What follows belongs to an exercise in optimizing a design on an open flow for small area, a short achievable clock period and few clock cycles; a production flow would make more cautious choices.
In this exercise RTL edits were held to simulation tests only and were not proved equivalent to the original.
Power and IR drop assume default switching activity.

`flow/config.mk`:
```
export PLATFORM = sky130hd
export DESIGN_NAME = fblc_dec
export DESIGN_NICKNAME = fblc_dec
export VERILOG_FILES = /design/flow/design.v
export SDC_FILE = /design/flow/constraint.sdc
export NUM_CORES = 4
export LEC_CHECK = 0
export ABC_CLOCK_PERIOD_IN_PS = 5000
export CAP_MARGIN = 20
export CELL_PAD_IN_SITES_DETAIL_PLACEMENT = 1
export CELL_PAD_IN_SITES_GLOBAL_PLACEMENT = 2
export CORE_MARGIN = 2
export CORE_UTILIZATION = 30
export GPL_ROUTABILITY_DRIVEN = 1
export PLACE_DENSITY = 0.45
export SETUP_SLACK_MARGIN = 2.0
export SLEW_MARGIN = 20
```
`flow/design.v`:
```
module fblc_dec (
    input  wire        clk,
    input  wire        rst_n,
    input  wire        in_valid,
    input  wire [7:0]  in_data,
    input  wire        in_last,
    output wire        in_ready,
    output wire        out_valid,
    input  wire        out_ready,
    output wire [15:0] out_syms,
    output wire [3:0]  out_count,
    output reg         done_valid,
    output reg  [3:0]  done_detail,
    output wire [31:0] done_bitoff,
    output wire [31:0] done_bytes
);
    localparam FN = 9;       
    localparam FD = 4;       
    localparam [3:0] P_HDR   = 4'd0,
                     P_TOK   = 4'd1,
                     P_G2    = 4'd2,
                     P_LITD  = 4'd3,
                     P_SPRE  = 4'd4,
                     P_SVOFF = 4'd5,
                     P_SRSYM = 4'd6,
                     P_SGZ   = 4'd7,
                     P_SGB   = 4'd8,
                     P_SEND  = 4'd9,
                     P_ISS   = 4'd10,
                     P_SKIP  = 4'd11,
                     P_FIN   = 4'd12;
    localparam [1:0] K_LIT = 2'd0, K_RUN = 2'd1, K_VERT = 2'd2, K_HIST = 2'd3;
    integer i;
    reg [3:0]  pst;
    reg [3:0]  hcnt;
    reg        he1, he2, he3, he4, he5, hhr;
    reg        hlo6;             
    reg [1:0]  htop;             
    reg [2:0]  hm;               
    reg [23:0] hlines;
    reg        hfull;            
    reg        h13;              
    reg        hlast;            
    reg [2:0]  wm;               
    reg [31:0] bb;
    reg [5:0]  bn;
    reg        iend;             
    reg [8:0]  fq [0:FD-1];      
    reg [2:0]  fn;
    wire       dend = iend && (fn == 3'd0);    
    reg [28:0] btk;              
    reg [31:0] tstart;
    reg [31:0] rem;
    reg [8:0]  colu;             
    reg [8:0]  pp;               
    reg [9:0]  fill;             
    reg [1:0]  kind;
    reg [1:0]  tsym;
    reg [2:0]  vof;
    reg [9:0]  hdist;
    reg        pre1;
    reg [1:0]  fcnt;
    reg        gdist;
    reg [4:0]  gz;
    reg [4:0]  gleft;
    reg [23:0] gval;
    reg [2:0]  ecnt;
    reg [3:0]  detail;
    reg        st_off;
    reg        st_ok;
    assign done_bitoff = st_off ? tstart : 32'd0;
    assign done_bytes  = st_ok  ? 32'd16 + ((tstart + 32'd12) >> 3) : 32'd0;
    reg        pend;             
    wire [8:0] wid = {wm, 6'd0};
    reg        cv;
    reg        ccopy;            
    reg        cvert;
    reg [23:0] cleft;
    reg        cge8;             
    reg        cle8;             
    reg [2:0]  cq0;              
    reg [5:0]  cqw0, cqw1;       
    reg signed [10:0] clo;       
    reg signed [10:0] chi;       
    reg [2:0]  crep;             
    reg [15:0] clit;
    reg [8:0]  ep;               
    reg        ov;
    reg [15:0] osyms;
    reg [3:0]  ocnt;
    assign out_valid = ov;
    assign out_syms  = osyms;
    assign out_count = ocnt;
    reg [1023:0] hist;           
    wire       ofree  = !ov || out_ready;
    wire       emit   = cv && ofree;
    wire [3:0] ecount = cge8 ? 4'd8 : {1'b0, cleft[2:0]};
    wire       elast  = cle8;
    wire [8:0] cqn    = {cqw0, cq0} + {5'd0, ecount};
    wire       cfree  = !cv || (emit && elast);
    wire       done_fire = pend && !cv && ofree;
    reg        wv;
    reg [8:0]  wep;              
    reg [3:0]  wcnt;
    reg [15:0] wdr;              
    reg [7:0]  wm0, wm1;         
    reg [63:0] woh0, woh1;       
    reg [47:0] wab;              
    reg [2:0]  mk;
    always @(*) begin
        for (i = 0; i < 8; i = i + 1) begin
            mk = i[2:0] - wep[2:0];
            wm0[i] = wv && ({1'b0, mk} < wcnt) && (i >= wep[2:0]);
            wm1[i] = wv && ({1'b0, mk} < wcnt) && (i < wep[2:0]);
            wab[6*i +: 6] = wep[8:3] + ((i < wep[2:0]) ? 6'd1 : 6'd0);
        end
        for (i = 0; i < 64; i = i + 1)
            woh0[i] = (wep[8:3] == i);
        woh1 = {woh0[62:0], woh0[63]};
    end
    reg [15:0] rd;               
    reg [2:0]  rsel [0:7];       
    reg [7:0]  rmk;              
    reg [15:0] cpy;              
    reg [15:0] wdc;              
    reg [15:0] wdl;              
    reg [15:0] esyms;            
    reg [15:0] wd;               
    reg [5:0]  ra;
    reg [2:0]  kk;
    reg [3:0]  ln;
    reg [2:0]  wk;
    always @(*) begin
        for (i = 0; i < 8; i = i + 1) begin
            ra = (i < cq0) ? cqw1 : cqw0;
            rd[2*i +: 2] = ((wm0[i] || wm1[i]) && wab[6*i +: 6] == ra) ? wdr[2*i +: 2]
                                                                    : hist[2*(8*ra + i) +: 2];
        end
        for (i = 0; i < 8; i = i + 1) begin
            case (crep)
                3'd1: kk = 3'd0;
                3'd2: kk = i % 2;
                3'd3: kk = i % 3;
                3'd4: kk = i % 4;
                3'd5: kk = i % 5;
                3'd6: kk = i % 6;
                3'd7: kk = i % 7;
                default: kk = i;
            endcase
            ln = {1'b0, kk};
            rsel[i] = cq0 + kk;
            rmk[i]  = ($signed({7'd0, ln}) >= clo) && (!cvert || $signed({7'd0, i[3:0]}) < chi);
            cpy[2*i +: 2] = rmk[i] ? rd[2*rsel[i] +: 2] : 2'd0;
        end
        for (i = 0; i < 8; i = i + 1) begin
            wk = i[2:0] - ep[2:0];
            wdc[2*i +: 2] = rmk[wk] ? rd[2*rsel[wk] +: 2] : 2'd0;
            wdl[2*i +: 2] = clit[2*wk +: 2];
        end
        wd    = ccopy ? wdc : wdl;
        esyms = ccopy ? cpy : clit;
    end
    genvar gw, gb;
    generate
        for (gw = 0; gw < 64; gw = gw + 1) begin : g_word
            for (gb = 0; gb < 8; gb = gb + 1) begin : g_bank
                always @(posedge clk)
                    if ((woh0[gw] && wm0[gb]) || (woh1[gw] && wm1[gb]))
                        hist[2*(8*gw+gb) +: 2] <= wdr[2*gb +: 2];
            end
        end
    endgenerate
    wire [1:0] pre = bb[31:30];
    function [15:0] gdec(input [20:0] x);    
        reg [3:0] z;
        reg       big;
        reg [9:0] v;
        integer k;
        begin
            z   = 4'd0;
            big = 1'b1;
            for (k = FN; k >= 0; k = k - 1)
                if (x[20-k]) begin
                    z   = k;
                    big = 1'b0;
                end
            v = 10'd0;
            for (k = 0; k <= FN; k = k + 1)
                if (z == k) v = (x >> (20 - 2*k)) & ((21'd1 << (k+1)) - 1);
            gdec = {big, z, 1'b0, v};
        end
    endfunction
    wire [15:0] gd0 = gdec(bb[31:11]);
    wire [15:0] gd2 = gdec(bb[29:9]);
    wire [15:0] gd4 = gdec(bb[27:7]);
    wire [15:0] gd5 = gdec(bb[26:6]);
    reg [2:0]  g0;
    reg [15:0] gsel;
    reg [3:0]  gzc;              
    reg        gbig;             
    reg [9:0]  gv;
    always @(*) begin
        if (pst == P_G2)        begin g0 = 3'd0; gsel = gd0; end
        else if (pre == K_RUN)  begin g0 = 3'd4; gsel = gd4; end
        else if (pre == K_VERT) begin g0 = 3'd5; gsel = gd5; end
        else                    begin g0 = 3'd2; gsel = gd2; end
        gbig  = gsel[15];
        gzc   = gsel[14:11];
        gv    = gsel[9:0];
    end
    wire [6:0] bno       = {1'b0, bn} - {4'd0, g0} - 7'd1;
    wire       genough   = !bno[6] && ({2'b0, gzc, 1'b0} <= bno[5:0]);
    wire [8:0] colr      = colu - wid;
    wire [7:0] col       = colr[8] ? colu[7:0] : colr[7:0];
    wire [8:0] line_left = wid - {1'b0, col};
    wire       rem_z     = (rem == 32'd0);
    wire       fv_rem    = (rem[31:10] == 22'd0) && (gv > rem[9:0]);
    wire       fv_line   = ({1'b0, gv} > {1'b0, line_left});
    wire       fv_dist   = (gv > 10'd512);
    wire       fast_bits = !gbig && genough;
    wire       fast_bad  = fast_bits && (pre == K_HIST ? fv_dist : (fv_rem || (pre == K_VERT && fv_line)));
    wire       tok_v7    = (pre == K_VERT) && (bb[29:27] == 3'b111);
    wire       tok_serial = tok_v7 ? (bn >= 6'd5 || dend)
                                   : (fast_bad || (gbig && bn >= {3'd0, g0} + 6'd10) || (dend && !fast_bits));
    wire       g2_serial = (fast_bits && fv_rem) || (gbig && bn >= 6'd10) || (dend && !fast_bits);
    wire       sbit   = bb[31];
    wire       shave  = (bn != 6'd0);
    wire [23:0] gnew_z = 24'd1 << gz;
    wire [23:0] gnew_b = gval | ({23'd0, sbit} << (gleft - 5'd1));
    wire [23:0] gcand  = (pst == P_SGZ) ? gnew_z : gnew_b;
    wire       g_e9 = gdist && (gcand > 24'd512);
    wire       g_e7 = !gdist && ({8'd0, gcand} > rem);
    wire       g_e8 = !gdist && (kind == K_VERT) && (gcand > {15'd0, line_left});
    wire       g_err = g_e9 || g_e7 || g_e8;
    wire [3:0] g_det = g_e9 ? 4'd9 : g_e7 ? 4'd7 : 4'd8;
    wire [3:0]  lnum  = (gval[23:3] != 21'd0) ? 4'd8 : {1'b0, gval[2:0]};    
    wire [15:0] lsrc  = bb[31:16];
    wire [15:0] ldata;
    genvar gl;
    generate
        for (gl = 0; gl < 8; gl = gl + 1) begin : g_lit
            assign ldata[2*gl +: 2] = lsrc[15-2*gl -: 2];
        end
    endgenerate
    wire end_ok = (bn >= 6'd5) && (bb[31:27] == 5'b10111);
    wire can_iss = cfree && (!pend || done_fire);
    reg        iss;              
    reg        upd;              
    reg [1:0]  ikind;
    reg [23:0] iL;
    reg [2:0]  iv;
    reg [1:0]  isym;
    reg        acc;              
    reg [2:0]  sa;               
    reg [3:0]  sz;               
    always @(*) begin
        iss   = 1'b0;
        upd   = 1'b0;
        ikind = kind;
        iL    = {14'd0, gv};
        iv    = vof;
        isym  = tsym;
        acc   = 1'b0;
        sa    = g0 + 3'd1;
        sz    = gzc;
        case (pst)
            P_TOK: begin
                ikind = pre;
                iv    = bb[29:27];
                isym  = bb[29:28];
                if (pend) begin
                    acc = 1'b0;
                end else if (rem_z) begin
                    sa  = 3'd5;
                    sz  = 4'd0;
                    acc = end_ok;
                end else if (!tok_v7 && fast_bits && !fast_bad) begin
                    if (pre == K_HIST || pre == K_LIT) begin
                        acc = 1'b1;
                    end else if (can_iss) begin
                        acc  = 1'b1;
                        upd  = 1'b1;
                        iss  = 1'b1;
                    end
                end
            end
            P_G2: begin
                ikind = K_HIST;
                if (fast_bits && !fv_rem && can_iss) begin
                    acc  = 1'b1;
                    upd  = 1'b1;
                    iss  = 1'b1;
                end
            end
            P_LITD: begin
                ikind = K_LIT;
                iL    = {20'd0, lnum};
                sa    = 3'd0;
                sz    = lnum;
                if ({1'b0, lnum, 1'b0} <= {1'b0, bn} && can_iss) begin
                    acc  = 1'b1;
                    upd  = 1'b1;
                    iss  = 1'b1;
                end
            end
            P_ISS: begin
                iL = gval;
                if (kind == K_LIT || !issw) begin
                end else if (can_iss) begin
                    upd = 1'b1;
                    iss = 1'b1;
                end
            end
            P_SPRE, P_SVOFF, P_SRSYM, P_SGZ, P_SGB, P_SEND: begin
                sa  = 3'd1;
                sz  = 4'd0;
                acc = shave;
            end
            default: ;
        endcase
    end
    function [1:0] mod3_18(input [17:0] x);
        reg [4:0] s;
        reg [2:0] t;
        integer k;
        begin
            s = 5'd0;
            for (k = 0; k < 9; k = k + 1) s = s + {3'd0, x[2*k +: 2]};
            t = {1'b0, s[1:0]} + {1'b0, s[3:2]} + {2'b0, s[4]};
            case (t)
                3'd0, 3'd3, 3'd6: mod3_18 = 2'd0;
                3'd1, 3'd4, 3'd7: mod3_18 = 2'd1;
                default:          mod3_18 = 2'd2;
            endcase
        end
    endfunction
    wire [9:0] iLf = (pst == P_LITD) ? {6'd0, lnum} : gv;
    reg  [7:0] lmod;
    reg  [7:0] lms;              
    reg        issw;
    always @(posedge clk) begin
        case (wm)
            3'd2:    lms <= {1'b0, gval[6:0]};
            3'd3:    lms <= {mod3_18(gval[23:6]), gval[5:0]};
            3'd4:    lms <= gval[7:0];
            default: lms <= {2'b0, gval[5:0]};
        endcase
    end
    always @(*) begin
        if (pst == P_ISS) begin
            lmod = lms;
        end else begin
            case (wm)
                3'd2:    lmod = {1'b0, iLf[6:0]};
                3'd3:    lmod = {mod3_18({14'd0, iLf[9:6]}), iLf[5:0]};
                3'd4:    lmod = iLf[7:0];
                default: lmod = {2'b0, iLf[5:0]};
            endcase
        end
    end
    wire [8:0] colnxt = {1'b0, col} + {1'b0, lmod};
    wire [10:0] fsum    = {1'b0, fill} + ((pst == P_ISS) ? ((gval[23:10] != 14'd0) ? 11'd1024 : {1'b0, gval[9:0]})
                                                         : {1'b0, iLf});
    wire [10:0] rlo     = {1'b0, rem[9:0]} - {1'b0, iLf};
    wire [21:0] rhim1   = rem[31:10] - 22'd1;
    wire [31:0] rem_fast = {rlo[10] ? rhim1 : rem[31:10], rlo[9:0]};
    wire [9:0]  fillnxt = (fsum >= 11'd512) ? 10'd512 : fsum[9:0];
    wire [8:0]  vd3   = wid + 9'd3;
    wire [8:0]  pvd   = pp - vd3;
    wire signed [10:0] vl1b = 11'sd3 - $signed({3'd0, col});                       
    wire signed [10:0] vl2b = $signed({2'd0, vd3}) - $signed({1'b0, fill});       
    wire signed [10:0] vhib = $signed({2'd0, line_left}) + 11'sd3;                
    wire [8:0]  vd    = vd3 - {6'd0, iv};
    wire signed [10:0] vlo1 = vl1b - $signed({8'd0, iv});
    wire signed [10:0] vlo2 = vl2b - $signed({8'd0, iv});
    wire signed [10:0] vhi  = vhib - $signed({8'd0, iv});
    wire [8:0]  cqv  = pvd + {6'd0, iv};
    wire [8:0]  cqh  = pp - hdist[8:0];
    wire signed [10:0] hlo  = $signed({1'b0, hdist}) - $signed({1'b0, fill});
    wire        hacc   = !hfull && (pst == P_HDR || iend);
    wire        hfire  = hacc && in_valid;
    wire [3:0]  h_det  = he1 ? 4'd1 : he2 ? 4'd2 : he3 ? 4'd3 : he4 ? 4'd4 : he5 ? 4'd5 : 4'd0;
    wire [25:0] hlm    = (hm == 3'd1) ? {2'd0, hlines} :
                         (hm == 3'd2) ? {1'b0, hlines, 1'b0} :
                         (hm == 3'd3) ? ({2'd0, hlines} + {1'b0, hlines, 1'b0}) :
                                        {hlines, 2'b0};
    wire        body_st = (pst != P_HDR) && (pst != P_FIN) && (pst != P_SKIP);
    assign in_ready = hacc || (pst == P_SKIP && !iend) ||
                      (body_st && !iend && fn != FD);
    wire        ffire = body_st && in_valid && !iend && fn != FD;
    wire        bfire = body_st && fn != 3'd0 && bn <= 6'd24;
    wire [31:0] bba   = bb | (bfire ? ({fq[0][7:0], 24'd0} >> bn) : 32'd0);
    wire [5:0]  bnf   = bn + (bfire ? 6'd8 : 6'd0);
    wire [31:0] bsa   = bba << sa;
    wire [31:0] bsz   = bsa << {sz, 1'b0};
    wire [5:0]  bnsa  = bnf - {3'd0, sa};
    wire [5:0]  bna   = bnsa - {1'b0, sz, 1'b0};
    localparam [4:0] END_PAT = 5'b10111;
    always @(posedge clk) begin
        if (!rst_n) begin
            pst    <= P_HDR;
            hcnt   <= 4'd0;
            he1 <= 1'b0; he2 <= 1'b0; he3 <= 1'b0; he4 <= 1'b0; he5 <= 1'b0; hhr <= 1'b0;
            hlo6   <= 1'b0;
            htop   <= 2'd0;
            hm     <= 3'd0;
            hlines <= 24'd0;
            hfull  <= 1'b0;
            h13    <= 1'b0;
            hlast  <= 1'b0;
            wm     <= 3'd0;
            bb     <= 32'd0;
            bn     <= 6'd0;
            iend   <= 1'b0;
            fn     <= 3'd0;
            for (i = 0; i < FD; i = i + 1) fq[i] <= 9'd0;
            btk    <= 29'd0;
            tstart <= 32'd0;
            rem    <= 32'd0;
            colu   <= 9'd0;
            pp     <= 9'd0;
            fill   <= 10'd0;
            kind   <= 2'd0;
            tsym   <= 2'd0;
            vof    <= 3'd0;
            hdist   <= 10'd0;
            pre1   <= 1'b0;
            fcnt   <= 2'd0;
            gdist  <= 1'b0;
            gz     <= 5'd0;
            gleft  <= 5'd0;
            gval   <= 24'd0;
            ecnt   <= 3'd0;
            detail <= 4'd0;
            pend   <= 1'b0;
            issw   <= 1'b0;
            done_valid  <= 1'b0;
            done_detail <= 4'd0;
            st_off      <= 1'b0;
            st_ok       <= 1'b0;
            cv     <= 1'b0;
            ccopy  <= 1'b0;
            cvert  <= 1'b0;
            cleft  <= 24'd0;
            cge8   <= 1'b0;
            cle8   <= 1'b0;
            cq0    <= 3'd0;
            cqw0   <= 6'd0;
            cqw1   <= 6'd0;
            clo    <= 11'sd0;
            chi    <= 11'sd0;
            crep   <= 3'd0;
            clit   <= 16'd0;
            ep     <= 9'd0;
            ov     <= 1'b0;
            wv     <= 1'b0;
            wep    <= 9'd0;
            wcnt   <= 4'd0;
            wdr    <= 16'd0;
            osyms  <= 16'd0;
            ocnt   <= 4'd0;
        end else begin
            done_valid <= done_fire;
            if (done_fire) pend <= 1'b0;
            wv <= emit;
            if (emit) begin
                wep   <= ep;
                wcnt  <= ecount;
                wdr   <= wd;
                ov    <= 1'b1;
                osyms <= esyms;
                ocnt  <= ecount;
                ep    <= ep + {5'd0, ecount};
                {cqw0, cq0} <= cqn;
                cqw1  <= cqn[8:3] + 6'd1;
                cleft <= cleft - {20'd0, ecount};
                cge8  <= (cleft - {20'd0, ecount}) >= 24'd8;
                cle8  <= (cleft - {20'd0, ecount}) <= 24'd8;
                if (clo > 11'sd0) clo <= clo - $signed({7'd0, ecount});
                if (chi > 11'sd0) chi <= chi - $signed({7'd0, ecount});
                if (elast) cv <= 1'b0;
            end else if (out_ready) begin
                ov <= 1'b0;
            end
            if (iss) begin
                cv <= 1'b1;
                case (ikind)
                    K_RUN: begin
                        ccopy <= 1'b0;
                        cvert <= 1'b0;
                        cleft <= iL;
                        cge8  <= iL >= 24'd8;
                        cle8  <= iL <= 24'd8;
                        clit  <= {8{isym}};
                    end
                    K_LIT: begin
                        ccopy <= 1'b0;
                        cvert <= 1'b0;
                        cleft <= iL;
                        cge8  <= iL >= 24'd8;
                        cle8  <= iL <= 24'd8;
                        clit  <= ldata;
                    end
                    K_VERT: begin
                        ccopy <= 1'b1;
                        cvert <= 1'b1;
                        cleft <= iL;
                        cge8  <= iL >= 24'd8;
                        cle8  <= iL <= 24'd8;
                        {cqw0, cq0} <= cqv;
                        cqw1  <= cqv[8:3] + 6'd1;
                        clo   <= (vlo1 > vlo2) ? vlo1 : vlo2;
                        chi   <= vhi;
                        crep  <= 3'd0;
                    end
                    default: begin
                        ccopy <= 1'b1;
                        cvert <= 1'b0;
                        cleft <= iL;
                        cge8  <= iL >= 24'd8;
                        cle8  <= iL <= 24'd8;
                        {cqw0, cq0} <= cqh;
                        cqw1  <= cqh[8:3] + 6'd1;
                        clo   <= hlo;
                        chi   <= 11'sd0;
                        crep  <= (hdist < 10'd8) ? hdist[2:0] : 3'd0;
                    end
                endcase
            end
            if (upd) begin
                rem  <= (pst == P_ISS) ? rem - {8'd0, gval} : rem_fast;
                colu <= colnxt;
                pp   <= pp + ((pst == P_ISS) ? gval[8:0] : iLf[8:0]);
                fill <= fillnxt;
            end
            if (body_st) begin
                bb <= acc ? bsz : bba;
                bn <= acc ? bna : bnf;
                if (bfire) btk <= btk + 29'd1;
                if (ffire && in_last) iend <= 1'b1;
                for (i = 0; i < FD; i = i + 1) begin
                    if (bfire) begin
                        if (ffire && i == fn - 1) fq[i] <= {in_last, in_data};
                        else if (i < FD - 1)      fq[i] <= fq[i+1];
                    end else if (ffire && i == fn) begin
                        fq[i] <= {in_last, in_data};
                    end
                end
                fn <= fn + {2'd0, ffire} - {2'd0, bfire};
            end
            if (hfire) begin
                hcnt <= hcnt + 1'b1;
                case (hcnt)
                    4'd0:  begin
                               he1 <= (in_data != 8'h46);
                               he2 <= 1'b0; he3 <= 1'b0; he4 <= 1'b0; he5 <= 1'b0;
                           end
                    4'd1:  he1 <= he1 || (in_data != 8'h42);
                    4'd2:  he1 <= he1 || (in_data != 8'h01);
                    4'd3:  he2 <= (in_data != 8'h02);
                    4'd4:  begin hlo6 <= (in_data[5:0] != 6'd0); htop <= in_data[7:6]; end
                    4'd5:  begin
                               he3 <= hlo6 || !((in_data == 8'd0 && htop != 2'd0) ||
                                                (in_data == 8'd1 && htop == 2'd0));
                               hm  <= (in_data == 8'd1) ? 3'd4 : {1'b0, htop};
                           end
                    4'd6:  begin hhr <= in_data[0]; he5 <= (in_data[7:1] != 7'd0); end
                    4'd8:  hlines[7:0]   <= in_data;
                    4'd9:  hlines[15:8]  <= in_data;
                    4'd10: hlines[23:16] <= in_data;
                    4'd11: he4 <= (in_data != 8'd0) || (hlines == 24'd0);
                    default: he5 <= he5 || (in_data != 8'd0);      
                endcase
                if (hcnt == 4'd15 || in_last) begin
                    hfull <= 1'b1;
                    h13   <= (hcnt != 4'd15);
                    hlast <= in_last;
                end
            end
            case (pst)
            P_HDR: begin
                if (hfull) begin
                    hfull  <= 1'b0;
                    hcnt   <= 4'd0;
                    btk    <= 29'd0;
                    bb     <= 32'd0;
                    bn     <= 6'd0;
                    iend   <= hlast;
                    if (h13) begin
                        detail <= 4'd13;
                        pst    <= P_FIN;
                    end else if (h_det != 4'd0) begin
                        detail <= h_det;
                        pst    <= P_SKIP;
                    end else begin
                        wm   <= hm;
                        colu <= 9'd0;
                        rem  <= {hlm, 6'd0};
                        if (hhr || hm != wm) fill <= 10'd0;
                        pst  <= P_TOK;
                    end
                end
            end
            P_TOK: begin
                tstart <= {btk, 3'd0} - {26'd0, bn};
                kind   <= pre;
                vof    <= bb[29:27];
                tsym   <= bb[29:28];
                fcnt   <= 2'd0;
                ecnt   <= 3'd0;
                gz     <= 5'd0;
                gdist  <= 1'b0;
                if (pend) begin
                    tstart <= tstart;
                end else if (rem_z) begin
                    if (end_ok) begin
                        detail <= 4'd0;
                        pst    <= P_SKIP;
                    end else if (bn >= 6'd5 || dend) begin
                        pst <= P_SEND;
                    end
                end else if (acc) begin
                    if (pre == K_HIST) begin
                        hdist <= gv;
                        pst  <= P_G2;
                    end else if (pre == K_LIT) begin
                        gval <= {14'd0, gv};
                        pst  <= P_LITD;
                    end
                end else if (tok_serial) begin
                    pst <= P_SPRE;
                end
            end
            P_G2: begin
                gz    <= 5'd0;
                gdist <= 1'b0;
                if (iss) begin
                    pst <= P_TOK;
                end else if (g2_serial) begin
                    pst <= P_SGZ;
                end
            end
            P_LITD: begin
                if (iss) begin
                    gval <= gval - {20'd0, lnum};
                    if (gval == {20'd0, lnum}) pst <= P_TOK;
                end else if (dend && {1'b0, lnum, 1'b0} > {1'b0, bn}) begin
                    detail <= 4'd12;
                    pst    <= P_SKIP;
                end
            end
            P_ISS: begin
                issw <= 1'b1;
                if (kind == K_LIT) begin
                    issw <= 1'b0;
                    pst  <= P_LITD;
                end else if (iss) begin
                    issw <= 1'b0;
                    pst  <= P_TOK;
                end
            end
            P_SPRE: begin
                if (!shave) begin
                    if (dend) begin detail <= 4'd12; pst <= P_SKIP; end
                end else if (fcnt == 2'd0) begin
                    pre1 <= sbit;
                    fcnt <= 2'd1;
                end else begin
                    fcnt <= 2'd0;
                    kind <= {pre1, sbit};
                    case ({pre1, sbit})
                        K_LIT:  pst <= P_SGZ;
                        K_RUN:  pst <= P_SRSYM;
                        K_VERT: pst <= P_SVOFF;
                        default: begin gdist <= 1'b1; pst <= P_SGZ; end
                    endcase
                end
            end
            P_SVOFF: begin
                if (!shave) begin
                    if (dend) begin detail <= 4'd12; pst <= P_SKIP; end
                end else begin
                    vof <= {vof[1:0], sbit};
                    if (fcnt == 2'd2) begin
                        fcnt <= 2'd0;
                        if ({vof[1:0], sbit} == 3'b111) begin
                            detail <= 4'd11;
                            pst    <= P_SKIP;
                        end else begin
                            pst <= P_SGZ;
                        end
                    end else begin
                        fcnt <= fcnt + 1'b1;
                    end
                end
            end
            P_SRSYM: begin
                if (!shave) begin
                    if (dend) begin detail <= 4'd12; pst <= P_SKIP; end
                end else begin
                    tsym <= {tsym[0], sbit};
                    if (fcnt == 2'd1) begin
                        fcnt <= 2'd0;
                        pst  <= P_SGZ;
                    end else begin
                        fcnt <= fcnt + 1'b1;
                    end
                end
            end
            P_SGZ: begin
                if (!shave) begin
                    if (dend) begin detail <= 4'd12; pst <= P_SKIP; end
                end else if (!sbit) begin
                    if (gz == 5'd23) begin
                        detail <= 4'd6;
                        pst    <= P_SKIP;
                    end else begin
                        gz <= gz + 1'b1;
                    end
                end else begin
                    gval  <= gnew_z;
                    gleft <= gz;
                    if (g_err) begin
                        detail <= g_det;
                        pst    <= P_SKIP;
                    end else if (gz == 5'd0) begin
                        if (gdist) begin
                            hdist  <= gnew_z[9:0];
                            gdist <= 1'b0;
                            pst   <= P_G2;
                        end else begin
                            pst <= P_ISS;
                        end
                    end else begin
                        pst <= P_SGB;
                    end
                end
            end
            P_SGB: begin
                if (!shave) begin
                    if (dend) begin detail <= 4'd12; pst <= P_SKIP; end
                end else begin
                    gval  <= gnew_b;
                    gleft <= gleft - 1'b1;
                    if (g_err) begin
                        detail <= g_det;
                        pst    <= P_SKIP;
                    end else if (gleft == 5'd1) begin
                        gz <= 5'd0;
                        if (gdist) begin
                            hdist  <= gnew_b[9:0];
                            gdist <= 1'b0;
                            pst   <= P_G2;
                        end else begin
                            pst <= P_ISS;
                        end
                    end
                end
            end
            P_SEND: begin
                if (!shave) begin
                    if (dend) begin detail <= 4'd12; pst <= P_SKIP; end
                end else if (sbit != END_PAT[3'd4 - ecnt]) begin
                    detail <= 4'd10;
                    pst    <= P_SKIP;
                end else if (ecnt == 3'd4) begin
                    detail <= 4'd0;
                    pst    <= P_SKIP;
                end else begin
                    ecnt <= ecnt + 1'b1;
                end
            end
            P_SKIP: begin
                bb <= 32'd0;
                bn <= 6'd0;
                fn <= 3'd0;
                if (!iend && in_valid && in_last) iend <= 1'b1;
                if (iend || (in_valid && in_last)) pst <= P_FIN;
            end
            P_FIN: begin
                if (!pend) begin
                    pend        <= 1'b1;
                    done_detail <= detail;
                    st_off      <= (detail >= 4'd6 && detail <= 4'd12);
                    st_ok       <= (detail == 4'd0);
                    if (detail != 4'd0) fill <= 10'd0;
                    detail <= 4'd0;
                    iend   <= 1'b0;
                    bb     <= 32'd0;
                    bn     <= 6'd0;
                    pst    <= P_HDR;
                end
            end
            default: pst <= P_HDR;
            endcase
        end
    end
endmodule
```
`flow/run.sh`:
```
#!/bin/bash
# synth_recipe.tcl (not shown) runs the flow's synth.tcl, then flattens the netlist and writes it again
# the make line also repeats each setting of config.mk as NAME=value (left out here)
make -C /OpenROAD-flow-scripts/flow DESIGN_CONFIG=/design/flow/config.mk WORK_HOME=/design/flow/orfs CLKGATE_MAP_FILE= SYNTH_SCRIPT=/design/flow/synth_recipe.tcl finish
```
`flow/constraint.sdc`:
```
create_clock -name core_clock -period 8.0 [get_ports {clk}]
set_input_delay 1.6000 -clock core_clock [delete_from_list [all_inputs] [get_ports {clk}]]
set_output_delay 1.6000 -clock core_clock [all_outputs]
set_load 0.01 [all_outputs]
```
==> metrics list, run 1 <==
- The final max-slew violation count came to 0.
- Setup-failing EPs final: 0
- For this run, the total global-route usage over all layers was measured as 26.7%.
- The tool flagged a number of max-cap violations equal to 0.
- The clock arrives with 0.133 ns of skew.
* Via Count: 80,100
- VDD sags by at most 0.000375 V.
- Chip height: 564 um
- The number of antenna violations at the first check in global routing came to 11.
- Of the total power, registers draw 22.3%.
- During placement, the flow inserted port buffers numbering 101.
- STA classifies the critical path endpoint as a flop.
- Wire length on met2: 221 mm
- In this run the worst path has a maximum fanout of 6.
- The post-route netlist has 14.2% of its cells at a drive strength greater than 1.
- Data on the critical path is required at its endpoint by 8.75 ns.
- Counting instances in the post-synthesis netlist gives the leading cell types as nor2_1 (1,132), edfxtp_1 (1,024), nand2_1 (973).
* Class of the most critical setup path: reg2reg
* Kind of launch point of the worst setup path: flop
* Fillers: 34,800
- Max layer used: met4
* Achievable clock frequency: 172 MHz
- Type of the tightest min-delay check: reg2reg
- Area leader, netlist: edfxtp_1
* Final HPWL DP: 310 mm
* Count of state elements after synthesis: 1,489
- Total Nets Final: 10,200
- The design draws 44.3 mW.
* Sum Neg Setup Slack: 0 ns
- Leading cell type by number of instances after synthesis: nor2_1
- Average cell area after synthesis: 9.61 sq um
* Iteration-0 DRC count of the detailed router: 5,987
- From synthesis to final layout, the design area changed by 15.6%.
* I/O pin cnt: 104
* Leakage component of the power: 39.2 nW
- Arrival time worst endpoint: 6.57 ns
- TritonCTS built the clock tree.
- The first global-routing pass estimated 623 mm of wire.
* Total wirelength of the detailed-routed design: 435 mm
- After detailed routing, the average wire length per cell comes to 30.9 um.
* Setup repair after global routing missed its margin: yes
* Total power density per cell area: 407 nW/um^2
- The routed design could run at a clock period as short as 5.81 ns.
- Counting both buffers and inverters, the worst setup path holds a total of 4.
- Portion of the clock cycle consumed by the worst path in the final layout: 72.6%
- After clock tree synthesis, the clock-pin slew on the worst setup and hold paths is 0.06 ns.
- Final antenna-violating net count: 0
- Clock latency on the worst-skew pair: 0.93 ns
- Max stage delay on crit path: 0.60 ns
- Number of global-route vias before repair: 83,700
- In this run the power spent charging and discharging nets is 20.7 mW.
* Master cell of the clock root buffer: clkbuf_16
- By area the synthesized netlist is led by edfxtp_1 (33%), dfxtp_1 (9.9%), mux4_2 (6.2%), ha_1 (5.1%), nor2_1 (4.5%).
- The cell area that synthesis handed to floorplanning was 94,100 sq um.
* Hold Vio Cnt, Final: 0
- The congestion estimate from routability-driven global placement came to 0.885.
- The clock net in this run drives a total of 1,489 sinks.
- On the final layout, the worst hold slack is 0.459 ns.
- Net switching is 46.7% of the power.
- Register area share after synthesis: 42.5%
- After synthesis, the share of flip-flops with an asynchronous set or reset is 0%.
- The core region is 312,000 sq um.
- Counting the buffers created by CTS gives 192.
- Slew margin rel.: 21.6%
- Int Pwr: 23.6 mW
- Walking the worst path, the cells encountered are or4_1, or4_4, nor4_4, buf_4, inv_1, nor2_1, a21oi_2, inv_1, fa_2, nor2b_1, o21ai_2, a21boi_2, o21ai_2, a21boi_2, o21ai_1, nand2b_1, a311o_2, nor4_4, buf_4, nand3_1, xnor2_1, a21oi_1, or4_1, o311ai_0.
- Fraction of power consumed by the clock network: 20.0%
- Entering global routing, the biggest net connects 135 pins.
- In this design, the largest share of critical-path delay is due to simple AND/OR/NAND/NOR gates.
- Worst slew pin tran: 1.17 ns
* Number of buffers on the longest clock path: 4
- Met3 wirelength from detailed routing: 14.5 mm
* Count of different cell masters after synthesis: 119
- Comb pwr share: 57.7%
* Total routed wire length on the met1 layer: 182 mm
- Number of instances in the synthesized netlist: 9,793
- Floorplan die area: 318,000 sq um
* Post-DR vias/cell: 5.69
- Result of the run: complete, no violations
- In the synthesized netlist the dominant register cell turns out to be edfxtp_1.
- After detailed routing, the number of remaining DRC violations is 0.
- Global routing finished with a remaining overflow of 0.
- Of the post-synthesis cell area, the dominant cell type holds 32.7%.
* Worst-path cell with the longest stage delay: or4_1
* Effective utilization at floorplan: 30.2%
- The floorplan has 205 rows.
* Synthesis Warnings: 3
* Die width: 564 um
* Number of enable flip-flop cells after synthesis: 1,024
- The clock tree synthesis step divided the H-tree into 4 levels.
- Number of search-and-repair iterations in the first detailed-routing pass: 7
## worst paths after layout
check / from / to / slack [ns] / cells after the start
min: tstart[0] / tstart[0] / 0.46 / 2
max reg2reg: gval[15] / rem[23] / 2.19 / 24
max: gval[15] / rem[23] / 2.19 / 24
min reg2reg: tstart[0] / tstart[0] / 0.46 / 2
## worst reg2reg max path, delay by kind of cell, from the launching register on
family / cells / cell delay [ns]
AO/OA/AOI/OAI: 9 / 1.60
XOR/XNOR: 1 / 0.19
adder cells (fa/ha/maj): 1 / 0.22
buffers and inverters: 4 / 0.63
flip-flops: 1 / 0.42
AND/OR/NAND/NOR: 9 / 2.70
## cell families (layout without fill, tap and decap cells)
logic type      count (synthesis)  after routing  synth area share [%]
simple gates                 3154           3155                  15.2
compound gates               2587           2587                  17.7
flops                        1489           1489                  42.5
buf+inv                      1108           1229                  4.63
mux                           649            649                  10.5
fa+ha+maj                     426            426                  5.99
xor+xnor                      378            378                  3.52
other cells                     2             15               0.00798
## through the flow
step / utilization [%] / setup WS, ns / instance area [sq um] / cells
after floorplan: - / 2.03 / 94200 / 9795
after global placement: 32.3 / 0.667 / 101000 / 13600
after detailed placement: 32.3 / 0.620 / 101000 / 13600
after CTS: 34.6 / 1.96 / 108000 / 14000
after global routing: 34.9 / 1.96 / 109000 / 14100
final: 34.9 / 2.19 / 109000 / 14100
## per-layer routing
layer	vias to the layer above	track usage, %
met5	-	0
met3	638	2.28
met2	1851	48.4
li1	36400	-
met1	41200	32.9
met4	0	9.37
## what timing repair did
action,in CTS,in global routing
setup endpoints to repair,252,229
resized for setup,131,162
pin swaps,15,33
cloned,1,1
hold buffers,0,0
buffers inserted,31,30
## sequential cells by signal (all words and copies together) (netlist names), 24 cells and up
name	count
hist	1024
cleft	24
tstart	32
btk	29
bb	32
fq	32
hlines	24
rem	32
gval	24
## power groups by stage
stage	Clock [mW]	Combinational [mW]	Sequential, mW
after floorplan	0	15.5	9.74
after global placement	0	24.2	10.0
after detailed placement	0	24.3	10.0
after CTS	9.08	25.0	9.87
after global routing	9.35	27.9	9.96
final	8.84	25.5	9.88
## cell type report
cell class | instances | area [sq um] | area share [%]
repair buffers | 529 | 4550 | 4.19
multi-input cells | 7199 | 51300 | 47.1
flip-flops and latches | 1489 | 40100 | 36.9
clock inverters | 100 | 1100 | 1.01
diodes | 11 | 27.5 | 0.0253
clock buffers | 248 | 5180 | 4.76
inverters | 352 | 1360 | 1.25
well taps | 4140 | 5180 | 4.76
## placed cells by master, fill, tap and decap left out, types with 168 or more instances in the layout
cell / synthesis / routed
nor3_1: 184 / 171
xnor2_1: 209 / 203
edfxtp_1: 1024 / 1024
o21ai_0: 383 / 360
dfxtp_1: 465 / 422
o22ai_1: 387 / 384
nand2_1: 973 / 931
mux2i_1: 330 / 306
xor2_1: 169 / 168
a21oi_1: 735 / 715
nand3_1: 186 / 179
clkbuf_16: 0 / 196
nor2_1: 1132 / 1110
ha_1: 385 / 381
a211oi_1: 189 / 188
buf_4: 15 / 395
mux4_2: 261 / 261
inv_1: 340 / 333
Testbench counts, summed over its fixed seeds: cycles 9,125.
==> run 2: changes to the inputs <==
--- a/flow/design.v
+++ b/flow/design.v
@@ -86,11 +86,7 @@
     reg [15:0] clit;
     reg [8:0]  ep;               
     reg        ov;
-    reg [15:0] osyms;
-    reg [3:0]  ocnt;
     assign out_valid = ov;
-    assign out_syms  = osyms;
-    assign out_count = ocnt;
     reg [1023:0] hist;           
     wire       ofree  = !ov || out_ready;
     wire       emit   = cv && ofree;
@@ -107,6 +103,16 @@
     reg [63:0] woh0, woh1;       
     reg [47:0] wab;              
     reg [2:0]  mk;
+    reg [15:0] osyms;
+    reg [2:0]  ok;
+    always @(*) begin
+        for (i = 0; i < 8; i = i + 1) begin
+            ok = wep[2:0] + i[2:0];
+            osyms[2*i +: 2] = wdr[2*ok +: 2];
+        end
+    end
+    assign out_syms  = osyms;
+    assign out_count = wcnt;
     always @(*) begin
         for (i = 0; i < 8; i = i + 1) begin
             mk = i[2:0] - wep[2:0];
@@ -121,10 +127,8 @@
     reg [15:0] rd;               
     reg [2:0]  rsel [0:7];       
     reg [7:0]  rmk;              
-    reg [15:0] cpy;              
     reg [15:0] wdc;              
     reg [15:0] wdl;              
-    reg [15:0] esyms;            
     reg [15:0] wd;               
     reg [5:0]  ra;
     reg [2:0]  kk;
@@ -150,7 +154,6 @@
             ln = {1'b0, kk};
             rsel[i] = cq0 + kk;
             rmk[i]  = ($signed({7'd0, ln}) >= clo) && (!cvert || $signed({7'd0, i[3:0]}) < chi);
-            cpy[2*i +: 2] = rmk[i] ? rd[2*rsel[i] +: 2] : 2'd0;
         end
         for (i = 0; i < 8; i = i + 1) begin
             wk = i[2:0] - ep[2:0];
@@ -158,7 +161,6 @@
             wdl[2*i +: 2] = clit[2*wk +: 2];
         end
         wd    = ccopy ? wdc : wdl;
-        esyms = ccopy ? cpy : clit;
     end
     genvar gw, gb;
     generate
@@ -190,20 +192,19 @@
             gdec = {big, z, 1'b0, v};
         end
     endfunction
-    wire [15:0] gd0 = gdec(bb[31:11]);
-    wire [15:0] gd2 = gdec(bb[29:9]);
-    wire [15:0] gd4 = gdec(bb[27:7]);
-    wire [15:0] gd5 = gdec(bb[26:6]);
     reg [2:0]  g0;
     reg [15:0] gsel;
     reg [3:0]  gzc;              
     reg        gbig;             
     reg [9:0]  gv;
+    reg [31:0] gsw;
     always @(*) begin
-        if (pst == P_G2)        begin g0 = 3'd0; gsel = gd0; end
-        else if (pre == K_RUN)  begin g0 = 3'd4; gsel = gd4; end
-        else if (pre == K_VERT) begin g0 = 3'd5; gsel = gd5; end
-        else                    begin g0 = 3'd2; gsel = gd2; end
+        if (pst == P_G2)        g0 = 3'd0;
+        else if (pre == K_RUN)  g0 = 3'd4;
+        else if (pre == K_VERT) g0 = 3'd5;
+        else                    g0 = 3'd2;
+        gsw  = bb << g0;
+        gsel = gdec(gsw[31:11]);
         gbig  = gsel[15];
         gzc   = gsel[14:11];
         gv    = gsel[9:0];
@@ -457,8 +458,6 @@
             wep    <= 9'd0;
             wcnt   <= 4'd0;
             wdr    <= 16'd0;
-            osyms  <= 16'd0;
-            ocnt   <= 4'd0;
         end else begin
             done_valid <= done_fire;
             if (done_fire) pend <= 1'b0;
@@ -468,8 +467,6 @@
                 wcnt  <= ecount;
                 wdr   <= wd;
                 ov    <= 1'b1;
-                osyms <= esyms;
-                ocnt  <= ecount;
                 ep    <= ep + {5'd0, ecount};
                 {cqw0, cq0} <= cqn;
                 cqw1  <= cqn[8:3] + 6'd1;
==> run 2 against run 1 <==
  * Via count down 5.1%
  * Still clean
  * Fmax down 7.9%
  * Critical path type unchanged
  * Worst hold slack worse by 0.00074 ns
  * Sequential share of layout area down 0.51 points
  * Worst setup slack worse by 0.50 ns
  * Largest power group unchanged
  * Register-to-register slack worse by 0.50 ns
  * Total power up 12%
  * Clock power down 1%
==> metrics list, run 2 <==
- The flow ran to the end and the layout has no timing, DRC or antenna violations.
- The sequential element share of the synthesized area was 43.4% (+0.84 points).
- The maximum fanout along the worst path came to 7 (+1).
* Timing startpoint of the critical path: pst[2]
* Fin crit period: 6.31 ns (+0.501 ns)
* Most frequent cell on the critical path: buf_6
- I/O pin cnt: 104 (unchanged)
* Average cell area after synthesis: 9.93 sq um (+3.3%)
* Chip height: 557 um (-1.4%)
- The number of global-route vias before repair came to 79,200 (-5.4%).
- The tree is rooted in a clkbuf_16.
- GRT Util Overall: 26.1% (-0.62 points)
* Worst slew pin tran: 1.13 ns (-0.0348 ns)
* Final slew viol count: 0 (unchanged)
- The number of warnings printed during yosys synthesis was 3 (unchanged).
- The maximum operating frequency was 158 MHz (-7.9%).
* CTS H-Tree Depth: 4 (unchanged)
- Minimum setup slack in the final design: 1.69 ns (-0.501 ns)
* CTS clk-pin slew, worst paths: 0.06 ns (about the same)
- The largest vdd supply drop came to 0.000401 V (+7.1%).
- Std-Cell Core Area: 303,000 sq um (-2.8%)
* Final antenna-violating net count: 0 (unchanged)
- Residual overflow from global routing: 0 (unchanged)
* Placed Cells: 12,900 (-5.6%)
- Arrival time worst endpoint: 7.04 ns (+0.47 ns)
* Max FFs per register: 1,024 (unchanged)
- The number of buffers inserted during clock tree synthesis came to 186 (-3.1%).
* Area growth from synthesis to layout: 19.4%
- The placement-stage worst setup slack came to 0.420 ns (-0.201 ns).
* Area leader, netlist: edfxtp_1
- The overall die width was 557 um (-1.4%).
- Count of state elements after synthesis: 1,473 (-1.1%)
* Total Nets Final: 9,755 (-4.4%)
* Terminating pin of the worst hold path: done_detail[1]
- The setup violation total in the final timing report came to 0 (unchanged).
- Global-route wire length before repair: 592 mm (-4.9%)
- The mean number of vias per cell came to 5.65 (-0.68%).
- Total wirelength of the detailed-routed design: 418 mm (-3.8%)
* Sum Neg Setup Slack: 0 ns (unchanged)
- In this run the worst hold path is classified as reg2reg.
* Sink count of the clock tree: 1,473 (-1.1%)
* Final RePlAce weighted congestion: 0.844 (-4.6%)
- Worst reg2reg path endpoint: gval[23]
* Most common library cell in the layout ignoring fill and taps: edfxtp_1
- Worst-path cell with the longest stage delay: or4b_4
* Leading cell type by number of instances after synthesis: edfxtp_1
- Layout cells sized above 1: 18.3% (+4.1 points)
* Effective utilization at floorplan: 30.2% (+0.040 points)
- Critical hold path startpoint: done_detail[1]
- Most used DFF post-synth: edfxtp_1
* Number of enable flip-flop cells after synthesis: 1,024 (unchanged)
* Fraction of post-synthesis cell area in the top cell type by area: 33.6% (+0.91 points)
- Class of the most critical setup path: reg2reg
* Final core area utilization: 36.1% (+1.2 points)
* Portion of the clock cycle consumed by the worst path in the final layout: 78.9% (+6.3 points)
* Number of search-and-repair iterations in the first detailed-routing pass: 7 (unchanged)
* Clock latency on the worst-skew pair: 0.92 ns (about the same)
* Hold path cells: 2 (unchanged)
* Clock tree from TritonCTS: done
* Via Count: 76,000 (-5.1%)
- Worst setup EP type: flop
- The initial detailed-routing violation count came to 5,250 (-12%).
- The top cell types in the final layout, fill and taps aside, are edfxtp_1 (1,024), nor2_1 (936), nand2_1 (744).
- The fraction of synthesis flops using an asynchronous set or reset pin is 0% (unchanged).
- Total power density per cell area: 454 nW/um^2 (+12%)
- Setup repair after global routing missed its margin: yes
* Post-synthesis instance area: 91,600 sq um (-2.7%)
- Number of buffers on the longest clock path: 4 (unchanged)
- The worst-case register-to-register setup slack is 1.69 ns (-0.50 ns).
- Worst r2r src: pst[2]
- Max stage delay on crit path: 0.66 ns (+0.06 ns)
* Site row count: 202 (-1.5%)
* Filler-free cell count of the finished design: 13,400 (-4.4%)
- Floorplan die area: 310,000 sq um (-2.7%)
- Count of input and output buffers: 101 (unchanged)
- Count of max-cap constraint violations: 0 (unchanged)
- Reg2reg path depth: 30 (+25%)
- The worst hold slack across all endpoints is 0.459 ns (-0.000736 ns).
* Final HPWL DP: 287 mm (-7.2%)
- Total DRC errors in the routed layout: 0 (unchanged)
- Hold Vio Cnt, Final: 0 (unchanged)
- WL/cell: 31.1 um (+0.62%)
* Count of different cell masters after synthesis: 99 (-17%)
- hist holds more flip-flops than any other register.
* Post-CTS Hold Fix Bufs: 0 (unchanged)
* Slew margin rel.: 22.2% (+0.68 points)
- The worst clock skew is 0.0894 ns (-0.0438 ns).
* Data required time of the critical path: 8.73 ns (-0.02 ns)
- Number of antenna violations at the first check in global routing: 9 (-2)
- The standby leakage power is 38.5 nW (-1.7%).
- The commonest cells after synthesis are edfxtp_1 (1,024), nor2_1 (995), nand2_1 (827).
* Largest cells by area after synthesis: edfxtp_1 (34%), dfxtp_1 (9.8%), mux4_2 (7.2%), ha_1 (5.3%), mux2i_1 (4.3%)
- The maximum number of pins on one net before global-route repair was 103 (-24%).
* Number of instances in the synthesized netlist: 9,222 (-5.8%)
- The worst setup path is launched from a flop.
-- run 2: cell count changes in the layout (fill, tap and decap cells not counted), sizes merged, moves of 31 or more --
cell | previous run | this run
mux4 | 261 | 292
buf | 428 | 471
mux2i | 332 | 396
nor2b | 87 | 120
nand2 | 973 | 829
nor2 | 1135 | 996
a21oi | 740 | 670
a211oi | 191 | 238
-- run 2: where the power goes --
group / total (mW) / switching, mW / internal (mW)
Combinational: 30.8 / 18.5 / 12.4
Clock: 8.75 / 3.64 / 5.11
Sequential: 10.0 / 0.880 / 9.13
Total: 49.6 / 23.0 / 26.6
-- run 2: cells by family (layout without fill, tap and decap cells) --
logic type	after synthesis	in the layout	synth area share (%)
XOR/XNOR	367	367	3.51
multiplexers	745	745	12.2
adder cells (fa/ha/maj)	427	427	6.17
AND/OR/NAND/NOR	2763	2765	13.6
buffers and inverters	1042	1281	4.38
flip-flops	1473	1473	43.4
other	2	8	0.00820
AO/OA/AOI/OAI	2403	2403	16.7
-- run 2: final cells by class --
type                       count  area (sq um)
fill                       33300        194000
multi-input combinational   6711         51000
sequential                  1473         39800
timing repair buffer         594          6080
clock buffer                 229          4990
tap                         3978          4980
inverter                     349          1340
clock inverter               109          1210
antenna                        4          10.0
-- run 2: timing repair --
item | 4_1_cts | 5_1_grt
hold endpoints to repair | 0 | 0
pin swaps | 96 | 173
cloned | 19 | 25
resized for setup | 351 | 351
endpoints found under the setup margin | 244 | 244
setup buffers | 103 | 68
-- run 2: how the worst max path moves through the flow --
stage | depth (start not counted) | slack (ns) | end
after floorplan | 35 | 1.97 | fill[9]
after global placement | 27 | 0.42 | rem[29]
after detailed placement | 28 | 0.42 | pst[0]
after CTS | 28 | 1.83 | gval[22]
after global routing | 30 | 1.54 | gval[23]
final | 30 | 1.69 | gval[23]
-- run 2: stage by stage --
step	cell area [sq um]	total power [mW]
floorplan	91700	26.0
global placement	97700	34.9
detailed placement	97800	35.0
CTS	107000	47.4
global route	109000	52.6
finish	109000	49.6
-- run 2: critical path: cells and delay by family, from the launching register on --
kind | cells | cell delay, ns
DFF | 1 | 0.37
AOI/OAI and AO/OA | 18 | 3.46
buffers and inverters | 6 | 0.85
adders and majority gates | 1 | 0.23
and+or+nand+nor | 5 | 1.26
-- run 2: metal layers --
layer	routed length, um	vias up	part of all wire (%)	track usage [%]
met1	180000	39200	43	33.3
met5	23	-	0.0055	0
li1	-	34600	-	-
met2	210000	1632	50	46.1
met4	14800	4	3.5	8.60
met3	14000	568	3.3	2.26
Testbench counts of run 2, summed over its fixed seeds: cycles 9,125.

-- static timing again, ports no longer ideal --
How much do the figures lean on ideal ports? The routed layouts below were timed once more, with nothing changed but the port constraints. Step 1, drivers: a clkbuf_16 drives clk and a buf_2 each remaining input, both assumed. Step 2, shift: input delay + t, output delay - t, t = (earliest + latest rising clock arrival at the registers) / 2. This alone moves slack from input paths to output paths. Three values: ideal ports, drivers, drivers and shift; two values: the first two.
run | t, ns | setup slack, ns | worst setup path after step 2 | clock arrival spread, ns | worst data-port slew with drivers (ns)
run 1 | 0.960 | 2.188 / 2.188 / 2.188 | register to register | 0.134 / 0.134 | 0.10
run 2 | 0.973 | 1.687 / 1.687 / 1.687 | register to register | 0.096 / 0.096 | 0.04
After both steps setup and hold are still met in every run listed.
